This design comes from an exercise in tuning for small area, a short achievable clock period and few clock cycles per item on the open sky130 flow, not from production work. Where RTL was checked, it was by simulation tests only, not by an equivalence proof against the original. No functional check of the RTL was part of run 2.

==> flow/design.v (outline; a module is shown in full before it is edited, if it fits) <==
// module rs_line_codec: 1841 lines
module rs_line_codec (
    input  wire         clk,
    input  wire         rst,
    input  wire         in_valid,
    output wire         in_ready,
    input  wire         in_encode,      
    input  wire         in_poison,      
    input  wire         in_erase,       
    input  wire [3:0]   in_erase_dev,
    input  wire [639:0] in_burst,
    output reg          out_valid,
    output reg  [639:0] out_burst,
    output reg  [2:0]   out_status,
    output reg  [3:0]   out_device,
    output reg  [127:0] out_syndrome
);
  // ...
==> flow/flow/run.sh <==
#!/bin/bash
# Own layout flow: the standard synthesis and ORFS layout, with the ports
# placed one routing track apart (so the 1427 ports fit a smaller die), buf_1
# port buffers and a smaller global-routing capacity adjustment.
# Each tool's full output goes to a log file in this folder.
set -euo pipefail
HERE=$(pwd)
bash standard.sh \
  "PLACE_PINS_ARGS=-min_distance 1 -min_distance_in_tracks" \
  "BUFFER_PORTS_ARGS=-buffer_cell sky130_fd_sc_hd__buf_1" \
  FASTROUTE_TCL=$HERE/flow/fastroute.tcl \
  finish > orfs_make.log 2>&1
==> flow/flow/fastroute.tcl <==
# Global routing layers as the platform's fastroute.tcl sets them, with a
# smaller capacity adjustment (0.1 instead of 0.2) so the dense pin edges fit.
set_global_routing_layer_adjustment $::env(MIN_ROUTING_LAYER)-$::env(MAX_ROUTING_LAYER) 0.1

set_routing_layers -clock $::env(MIN_CLK_ROUTING_LAYER)-$::env(MAX_ROUTING_LAYER)
set_routing_layers -signal $::env(MIN_ROUTING_LAYER)-$::env(MAX_ROUTING_LAYER)
==> flow/standard.sh <==
#!/bin/bash
# synth_recipe.tcl (not shown) runs the flow's synth.tcl, then flattens the netlist and writes it again
# the make line also repeats each setting of config.mk as NAME=value (left out here)
make -C /OpenROAD-flow-scripts/flow DESIGN_CONFIG=/design/flow/config.mk WORK_HOME=/design/flow/orfs CLKGATE_MAP_FILE= SYNTH_SCRIPT=/design/flow/synth_recipe.tcl "${@:-finish}"
==> flow/config.mk <==
export PLATFORM = sky130hd
export DESIGN_NAME = rs_line_codec
export DESIGN_NICKNAME = rs_line_codec
export VERILOG_FILES = /design/flow/design.v
export SDC_FILE = /design/flow/constraint.sdc
export NUM_CORES = 4
export LEC_CHECK = 0
export CAP_MARGIN = 20
export CORE_AREA = 2 2 338 338
export DIE_AREA = 0 0 340 340
export GPL_TIMING_DRIVEN = 0
export SLEW_MARGIN = 20
==> flow/constraint.sdc <==
create_clock -name core_clock -period 8.0 [get_ports {clk}]
set_input_delay 1.6000 -clock core_clock [delete_from_list [all_inputs] [get_ports {clk}]]
set_output_delay 1.6000 -clock core_clock [all_outputs]
set_load 0.01 [all_outputs]
==> metrics.md, run 1 <==
| Metric | Value |
|---|---|
| Final Setup Violations | `112` |
| Yosys top cell area share | `29.4%` |
| Outcome | `complete, but fails checks` |
| Tcrit/Tclk final | `105%` |
| Crit. End Element | `flop` |
| Root buffer cell | `clkbuf_16` |
| Met3 wire len | `38,900 um` |
| Slowest-stage cell, CP | `nor4b_2` |
| Clk_buf instances | `124` |
| CP Cell Sequence | `clkbuf_1, xnor2_1, xnor3_1, xnor2_1, buf_2, xnor3_2, xnor2_1, xnor2_1, nor4b_2, nand4_1, or2_2, buf_2, buf_2, o31ai_1, xor2_1` |
| HP Class | `input port to flop` |
| Avg WL per Cell | `35.4 um` |
| Post-synth top area cell | `dfxtp_1` |
| Final worst slack | `-0.393 ns` |
| Layout Check Fails | `setup timing` |
| Post-Syn Nets | `5,919` |
| Area of the multi-input gates | `37,100 um^2` |
| Commonest non-fill, non-tap cells in the layout | `xnor2_1 (1,620), buf_1 (1,444), dfxtp_1 (776)` |
| Syn. warnings | `1` |
| Routed WL | `297,000 um` |
| Hold EP | `out_valid` |
| Clock-cell share of area | `4.53%` |
| Top sig layer | `met5` |
| Dpl ws | `-1.71 ns` |
| DRC | `0` |
| Hold Crit Depth | `2` |
| Xor-xnor portion of the synthesized cell area | `54.8%` |
| Type of origin of the critical path | `input port` |
| Top cells by area, synth | `dfxtp_1 (29%), xnor2_1 (28%), xnor3_1 (13%)` |
Testbench counts, summed over its fixed seeds: cycles 3,208, items 3,200.
==> run 2: changes to the inputs <==
==> flow/design.v (replaced) <==
module rs_line_codec (
    input  wire         clk,
    input  wire         rst,
    input  wire         in_valid,
    output wire         in_ready,
    input  wire         in_encode,      
    input  wire         in_poison,      
    input  wire         in_erase,       
    input  wire [3:0]   in_erase_dev,
    input  wire [639:0] in_burst,
    output reg          out_valid,
    output reg  [639:0] out_burst,
    output reg  [2:0]   out_status,
    output reg  [3:0]   out_device,
    output reg  [127:0] out_syndrome
);
    localparam [16:0] POLY      = 17'h1100B;
    localparam [15:0] POISON    = 16'hA55A;
    localparam [2:0] ST_CLEAN     = 3'd0;
    localparam [2:0] ST_CORRECTED = 3'd1;
    localparam [2:0] ST_ERASED    = 3'd2;
    localparam [2:0] ST_POISON    = 3'd3;
    localparam [2:0] ST_UNCORR    = 3'd4;
    function automatic [15:0] gf_mul(input [15:0] a, input [15:0] b);
        reg [16:0] x;
        integer n;
        begin
            gf_mul = 16'd0;
            x = {1'b0, a};
            for (n = 0; n < 16; n = n + 1) begin
                if (b[n]) gf_mul = gf_mul ^ x[15:0];
                x = x << 1;
                if (x[16]) x = x ^ POLY;
            end
        end
    endfunction
    function automatic [15:0] gf_alpha(input integer j);
        integer n;
        begin
            gf_alpha = 16'd1;
            for (n = 0; n < j; n = n + 1) gf_alpha = gf_mul(gf_alpha, 16'd2);
        end
    endfunction
    localparam [15:0] ENC_K = 16'h75D3;
    localparam [15:0] POISON_S1 = 16'hE390;
    reg         r_valid;
    reg         r_encode;
    reg         r_poison;
    reg         r_erase;
    reg [3:0]   r_erase_dev;
    reg [639:0] r_burst;
    assign in_ready = 1'b1;
    always @(posedge clk) begin
        if (rst) begin
            r_valid <= 1'b0;
        end else begin
            r_valid <= in_valid;
        end
        if (in_valid) begin
            r_encode    <= in_encode;
            r_poison    <= in_poison;
            r_erase     <= in_erase;
            r_erase_dev <= in_erase_dev;
            r_burst     <= in_burst;
        end
    end
    wire [15:0] sym [0:3][0:9];
    wire [15:0] s0  [0:3];
    wire [15:0] s1  [0:3];
    wire [15:0] s0a [0:3][0:9];
    wire [15:0] c8  [0:3];
    wire [15:0] c9  [0:3];
    genvar k, i, b, l;
    generate
        for (k = 0; k < 4; k = k + 1) begin : g_cw
            for (i = 0; i < 10; i = i + 1) begin : g_sym
                for (b = 0; b < 4; b = b + 1) begin : g_beat
                    for (l = 0; l < 4; l = l + 1) begin : g_lane
                        assign sym[k][i][b*4 + l] = r_burst[(4*k + b)*40 + 4*i + l];
                    end
                end
            end
            reg [15:0] acc0, acc1;
            reg [15:0] dsum0, dsum1;
            integer n;
            always @(*) begin
                acc0 = 16'd0;
                acc1 = 16'd0;
                for (n = 0; n < 10; n = n + 1) begin
                    acc0 = acc0 ^ sym[k][n];
                    acc1 = acc1 ^ gf_mul(sym[k][n], gf_alpha(n));
                end
                dsum0 = 16'd0;
                dsum1 = 16'd0;
                for (n = 0; n < 8; n = n + 1) begin
                    dsum0 = dsum0 ^ sym[k][n];
                    dsum1 = dsum1 ^ gf_mul(sym[k][n], gf_alpha(n));
                end
            end
            assign s0[k] = acc0;
            assign s1[k] = acc1;
            assign c8[k] = gf_mul(dsum1 ^ gf_mul(dsum0, gf_alpha(9)), ENC_K);
            assign c9[k] = dsum0 ^ c8[k];
            for (i = 0; i < 10; i = i + 1) begin : g_loc
                assign s0a[k][i] = gf_mul(s0[k], gf_alpha(i));
            end
        end
    endgenerate
    reg [3:0]  cw_clean;
    reg [9:0]  dev_ok;         
    reg        all_clean;
    reg        is_poison;
    reg        erase_active;
    reg        er_ok;
    reg        er_poison;
    reg [15:0] er_prod;
    reg [2:0]  dec_status;
    reg [3:0]  dec_device;
    reg        found;
    integer    c, j;
    always @(*) begin
        all_clean = 1'b1;
        is_poison = 1'b1;
        for (c = 0; c < 4; c = c + 1) begin
            cw_clean[c] = (s0[c] == 16'd0) && (s1[c] == 16'd0);
            all_clean   = all_clean & cw_clean[c];
            is_poison   = is_poison & (s0[c] == 16'd0) & (s1[c] == POISON_S1);
        end
        for (j = 0; j < 10; j = j + 1) begin
            dev_ok[j] = 1'b1;
            for (c = 0; c < 4; c = c + 1) begin
                if (!(cw_clean[c] || ((s0[c] != 16'd0) && (s0a[c][j] == s1[c]))))
                    dev_ok[j] = 1'b0;
            end
        end
        erase_active = r_erase && (r_erase_dev < 4'd10);
        er_ok     = 1'b1;
        er_poison = 1'b1;
        for (c = 0; c < 4; c = c + 1) begin
            er_prod = 16'd0;
            for (j = 0; j < 10; j = j + 1)
                if (r_erase_dev == j[3:0]) er_prod = s0a[c][j];
            er_ok     = er_ok & (er_prod == s1[c]);
            er_poison = er_poison & ((er_prod ^ s1[c]) == POISON_S1);
        end
        dec_status = ST_UNCORR;
        dec_device = 4'hF;
        found      = 1'b0;
        if (all_clean) begin
            dec_status = ST_CLEAN;
        end else if (erase_active) begin
            if (er_ok) begin
                dec_status = ST_ERASED;
                dec_device = r_erase_dev;
            end else if (er_poison) begin
                dec_status = ST_POISON;
            end
        end else begin
            for (j = 0; j < 10; j = j + 1) begin
                if (dev_ok[j] && !found) begin
                    found = 1'b1;
                    dec_status = ST_CORRECTED;
                    dec_device = j[3:0];
                end
            end
            if (!found && is_poison)
                dec_status = ST_POISON;
        end
    end
    reg [639:0] res_burst;
    reg [127:0] res_syndrome;
    reg [15:0]  fix;
    integer     kk, ii, bb, ll;
    always @(*) begin
        res_burst    = r_burst;
        res_syndrome = 128'd0;
        fix          = 16'd0;
        for (kk = 0; kk < 4; kk = kk + 1) begin
            if (r_encode) begin
                for (bb = 0; bb < 4; bb = bb + 1)
                    for (ll = 0; ll < 4; ll = ll + 1) begin
                        res_burst[(4*kk + bb)*40 + 32 + ll] =
                            c8[kk][bb*4 + ll] ^ (r_poison & POISON[bb*4 + ll]);
                        res_burst[(4*kk + bb)*40 + 36 + ll] =
                            c9[kk][bb*4 + ll] ^ (r_poison & POISON[bb*4 + ll]);
                    end
            end else begin
                res_syndrome[32*kk +: 16]      = s0[kk];
                res_syndrome[32*kk + 16 +: 16] = s1[kk];
                if (dec_status == ST_CORRECTED || dec_status == ST_ERASED) begin
                    fix = s0[kk];
                    for (ii = 0; ii < 10; ii = ii + 1)
                        if (dec_device == ii[3:0])
                            for (bb = 0; bb < 4; bb = bb + 1)
                                for (ll = 0; ll < 4; ll = ll + 1)
                                    res_burst[(4*kk + bb)*40 + 4*ii + ll] =
                                        r_burst[(4*kk + bb)*40 + 4*ii + ll] ^ fix[bb*4 + ll];
                end
            end
        end
    end
    always @(posedge clk) begin
        if (rst) begin
            out_valid <= 1'b0;
        end else begin
            out_valid <= r_valid;
        end
        if (r_valid) begin
            out_burst    <= res_burst;
            out_status   <= r_encode ? ST_CLEAN : dec_status;
            out_device   <= r_encode ? 4'hF : dec_device;
            out_syndrome <= res_syndrome;
        end
    end
endmodule
==> flow/run.sh (new file) <==
#!/bin/bash
# synth_recipe.tcl (not shown) runs the flow's synth.tcl, then flattens the netlist and writes it again
# the make line also repeats each setting of config.mk as NAME=value (left out here)
make -C /OpenROAD-flow-scripts/flow DESIGN_CONFIG=/design/flow/config.mk WORK_HOME=/design/flow/orfs CLKGATE_MAP_FILE= SYNTH_SCRIPT=/design/flow/synth_recipe.tcl finish
==> flow/config.mk (replaced) <==
export PLATFORM = sky130hd
export DESIGN_NAME = rs_line_codec
export DESIGN_NICKNAME = rs_line_codec
export VERILOG_FILES = /design/flow/design.v
export SDC_FILE = /design/flow/constraint.sdc
export NUM_CORES = 4
export LEC_CHECK = 0
export CAP_MARGIN = 20
export CORE_MARGIN = 2
export CORE_UTILIZATION = 40
export SLEW_MARGIN = 20
removed: flow/flow/run.sh
removed: flow/flow/fastroute.tcl
removed: flow/standard.sh
==> metrics.md, run 2 <==
| Metric | Value |
|---|---|
| CP Cell Sequence | `xnor2_1, xnor2_1, xnor3_1, xnor3_1, xor2_1, xnor2_1, xnor2_1, a2111oi_0, a31oi_1, nor4_2, or2_2, nor3_1, buf_4, a211oi_1, nand4_1, nor2_4, buf_12, nand2_1, xnor2_1 (was clkbuf_1, xnor2_1, xnor3_1, xnor2_1, buf_2, xnor3_2, xnor2_1, xnor2_1, nor4b_2, nand4_1, or2_2, buf_2, buf_2, o31ai_1, xor2_1)` |
| CTS Buf Count | `162 (was 85)` |
| Largest regs | `out_burst (640), r_burst (640), out_syndrome (128) (was out_burst (640), out_syndrome (128), out_device (4))` |
| Async set-reset flop share out of synthesis | `0% (unchanged)` |
| Die height | `481 um (was 340 um)` |
| WS Path Type | `flop to flop (was input port to flop)` |
| Clock skew | `0.0783 ns` |
| Max-slew violation count | `0 (unchanged)` |
| Syn. warnings | `1 (unchanged)` |
| Max Cap Viol | `0 (unchanged)` |
| Worst stage delay on the critical path | `0.85 ns (was 0.84 ns)` |
| Type of origin of the critical path | `flop (was input port)` |
| DRC | `0 (unchanged)` |
| Largest net degree at the start of global routing | `147 (was 15)` |
| Reg2reg start | `r_burst[111]` |
| Worst r2r path cells | `19` |
| Hold EP | `out_burst[264] (was out_valid)` |
| Hpwl dp | `344,000 um (was 243,000 um)` |
| Drt pass-1 iters | `8 (was 6)` |
| Setup_tns | `0 ns (was -10.72 ns)` |
| GRT Util Overall | `37.1% (was 43.8%)` |
| Final #Nets | `10,100 (was 7,480)` |
| Die width | `481 um (was 340 um)` |
| Starting Density | `40.1% (was 47.0%)` |
| Placed cells | `12,300 (was 8,211)` |
| Post-CTS Setup Bufs | `0 (unchanged)` |
| Vias in the first global route | `70,300 (was 46,500)` |
| Post-synth top area cell | `edfxtp_1 (was dfxtp_1)` |
| Top cells by area, synth | `edfxtp_1 (47%), xnor2_1 (22%), xor2_1 (6.6%) (was dfxtp_1 (29%), xnor2_1 (28%), xnor3_1 (13%))` |
| Setup slack, reg-to-reg | `0.27 ns` |
| Avg WL per Cell | `35.2 um (was 35.4 um)` |
| Final Wtd Congestion | `1.02 (was 1.06)` |
| Crit. End Element | `flop (unchanged)` |
| HP Class | `flop to flop (was input port to flop)` |
| RSZ-0062 raised after global routing | `false` |
| Fraction of layout cells with a size suffix above 1 | `10.5% (was 5.82%)` |
| Clk latency of the worst-skew pair | `0.87 ns` |
| Min-Delay Startpoint | `r_burst[264] (was rst)` |
| Slew @ Worst Pin | `1.22 ns (was 1.29 ns)` |
| Post-layout minimum cycle time | `7.73 ns (was 8.39 ns)` |
| Synth cell types | `101 (was 71)` |
| Outcome | `no timing/DRC/antenna violations (was complete, but fails checks)` |
| Overflow after GRT | `0 (unchanged)` |
| Initial antenna violation count | `45 (was 16)` |
| Tcrit/Tclk final | `96.6% (was 105%)` |
| Final worst slack | `0.272 ns (was -0.393 ns)` |
| Clock-pin slew on the worst setup and hold paths | `0.06 ns (about the same)` |
| Commonest non-fill, non-tap cell in the layout | `xnor2_1 (unchanged)` |
| Slew headroom | `18.1% (was 13.9%)` |
| Initial DRC count | `8,990 (was 6,650)` |
| Final Setup Violations | `0 (was 112)` |
| CP Max Fanout | `26 (was 10)` |
| Worst EP required | `8.60 ns (was 8.58 ns)` |
| Commonest cells in the netlist | `xnor2_1 (2,247), edfxtp_1 (1,422), xor2_1 (689), nand2_1 (623), clkbuf_1 (290) (was xnor2_1 (1,672), dfxtp_1 (776), xor2_1 (749), nor2_1 (467), xnor3_1 (303))` |
| PortBufs | `1,425 (was 1,415)` |
| Root buffer cell | `clkbuf_16 (unchanged)` |
| Fmax | `0.129 GHz (was 0.119 GHz)` |
| Synth Instances | `7,672 (was 5,245)` |
| FP Rows | `175 (was 123)` |
| H-tree Lvls | `4 (was 3)` |
| Area Growth Syn to Fin | `30.2% (was 22.1%)` |
| Routed WL | `444,000 um (was 297,000 um)` |
| Synth Register Bits | `1,424 (was 776)` |
| WP data arrival | `8.33 ns (was 8.98 ns)` |
| Vias per cell | `5.76 (was 5.85)` |
| Critical Path Most Common Cell | `xnor2_1 (unchanged)` |
| Synth Flop Type | `edfxtp_1 (was dfxtp_1)` |
| Top-count cell post-synth | `xnor2_1 (unchanged)` |
| Core area | `227,000 um^2 (was 112,000 um^2)` |
| Max clock buf depth | `3 (unchanged)` |
| EDFF count, synth | `1,422 (was 0)` |
| TritonCTS clock tree | `yes (unchanged)` |
| Worst R2R End | `out_burst[620]` |
| Netlist Area Pre-Place | `90,900 um^2 (was 52,800 um^2)` |
| Global-route wire length before repair | `594,000 um (was 390,000 um)` |
| Slowest-stage cell, CP | `edfxtp_1 (was nor4b_2)` |
| Commonest non-fill, non-tap cells in the layout | `xnor2_1 (2,222), clkdlybuf4s50_1 (1,424), edfxtp_1 (1,422) (was xnor2_1 (1,620), buf_1 (1,444), dfxtp_1 (776))` |
| Cts hold-fix bufs | `0 (unchanged)` |
| Dpl ws | `0.257 ns (was -1.71 ns)` |
| Hold violation total from the final report | `0 (unchanged)` |
| Total die area | `231,000 um^2 (was 116,000 um^2)` |
| Post-route insts no fill | `12,600 (was 8,388)` |
| Post-Syn Nets | `8,328 (was 5,919)` |
| Yosys top cell area share | `47.0% (was 29.4%)` |
| Worst path bufs/invs | `2 (was 4)` |
| Post-synthesis sequential area ratio | `47.0% (was 29.4%)` |
| Post-DRT Antenna Nets | `0 (unchanged)` |
| Crit path max-delay family | `XOR/XNOR gates (unchanged)` |
| Post-synthesis area per instance | `11.9 um^2 (was 10.1 um^2)` |
| Clock Sinks | `1,424 (was 776)` |
| Via count | `72,600 (was 49,000)` |
| I/O pin count | `1,427 (unchanged)` |
| Hold Crit Depth | `1 (was 2)` |
-- run 2: cell type report --
cell class / instances / area, um^2
Antenna cell: 24 / 60.1
Clock buffer: 188 / 4190
Clock inverter: 100 / 1230
Fill cell: 19900 / 108000
Inverter: 74 / 278
Multi-Input combinational cell: 5741 / 46500
Sequential cell: 1424 / 42700
Tap cell: 3009 / 3760
Timing Repair Buffer: 2058 / 19600
-- run 2: layer usage --
layer	track usage, %	vias up	share of wire (%)
met5	0	-	0.055
met4	15.9	38	4.9
met3	7.71	803	9.3
met2	57.6	4525	45
met1	50.1	36800	41
li1	-	30500	-
-- run 2: worst max path at each step --
stage / from / endpoint / slack [ns] / cells past startpoint
detailed placement: r_burst[297] / out_burst[620] / 0.26 / 19
global placement: r_burst[630] / out_burst[620] / 0.29 / 19
global route: r_burst[111] / out_burst[620] / 0.02 / 19
CTS: r_burst[294] / out_burst[620] / 0.18 / 19
floorplan: r_burst[470] / out_burst[638] / 1.25 / 23
finish: r_burst[111] / out_burst[620] / 0.27 / 19
-- run 2: per-stage QoR --
stage	utilization, %	hold slack [ns]	area [um^2]
2_1_floorplan	-	0.590	90900
3_3_place_gp	49.7	0.616	113000
3_5_place_dp	49.7	0.633	113000
4_1_cts	52.1	0.607	118000
5_1_grt	52.2	0.619	118000
6_report	52.2	0.619	118000
-- run 2: what timing repair did --
item	CTS	global route
setup endpoints to repair	0	25
resized for setup	0	16
endpoints found under the hold margin	0	0
-- run 2: worst register-to-register path, delay by kind of cell, from the launching register on --
family	cells	cell delay (ns)
compound gates	3	1.22
xor+xnor	8	3.27
buf+inv	2	0.44
flops	1	0.85
simple gates	6	1.67
-- run 2: cell families after synthesis --
| family | count (synthesis) | synth area share (%) |
|---|---|---|
| simple gates | 1630 | 8.60 |
| xor+xnor | 3214 | 35.1 |
| other cells | 1 | 0.00412 |
| flops | 1424 | 47.0 |
| compound gates | 836 | 6.28 |
| mux | 54 | 0.655 |
| buf+inv | 507 | 2.29 |
| fa+ha+maj | 6 | 0.0826 |

static timing again, ports no longer ideal:
The results above use ideal ports. As a check the final layouts listed here were re-extracted and re-timed, cells and wires unchanged.
Step 1 assumes that a clkbuf_16 drives the clock port and a buf_2 every other input.
Step 2 adds t to the input delays and takes it off the output delays; t is the mean of the earliest and latest rising clock arrival at the registers after step 1. Input paths then give back, and output paths get back, about the clock's delay inside the block.
Slacks: ideal / step 1 / step 2; pairs: ideal / step 1.
| run | shift t [ns] | setup WS [ns] | cell pins on the clock port's net |
|---|---|---|---|
| run 1 | 0.788 | -0.393 / -0.333 / -1.120 | 1 |
| run 2 | 0.930 | 0.272 / 0.272 / 0.272 | 1 |
The setup slack of run 1, which loses most, moves by +0.060 ns with the drivers and by -0.727 ns with both steps.
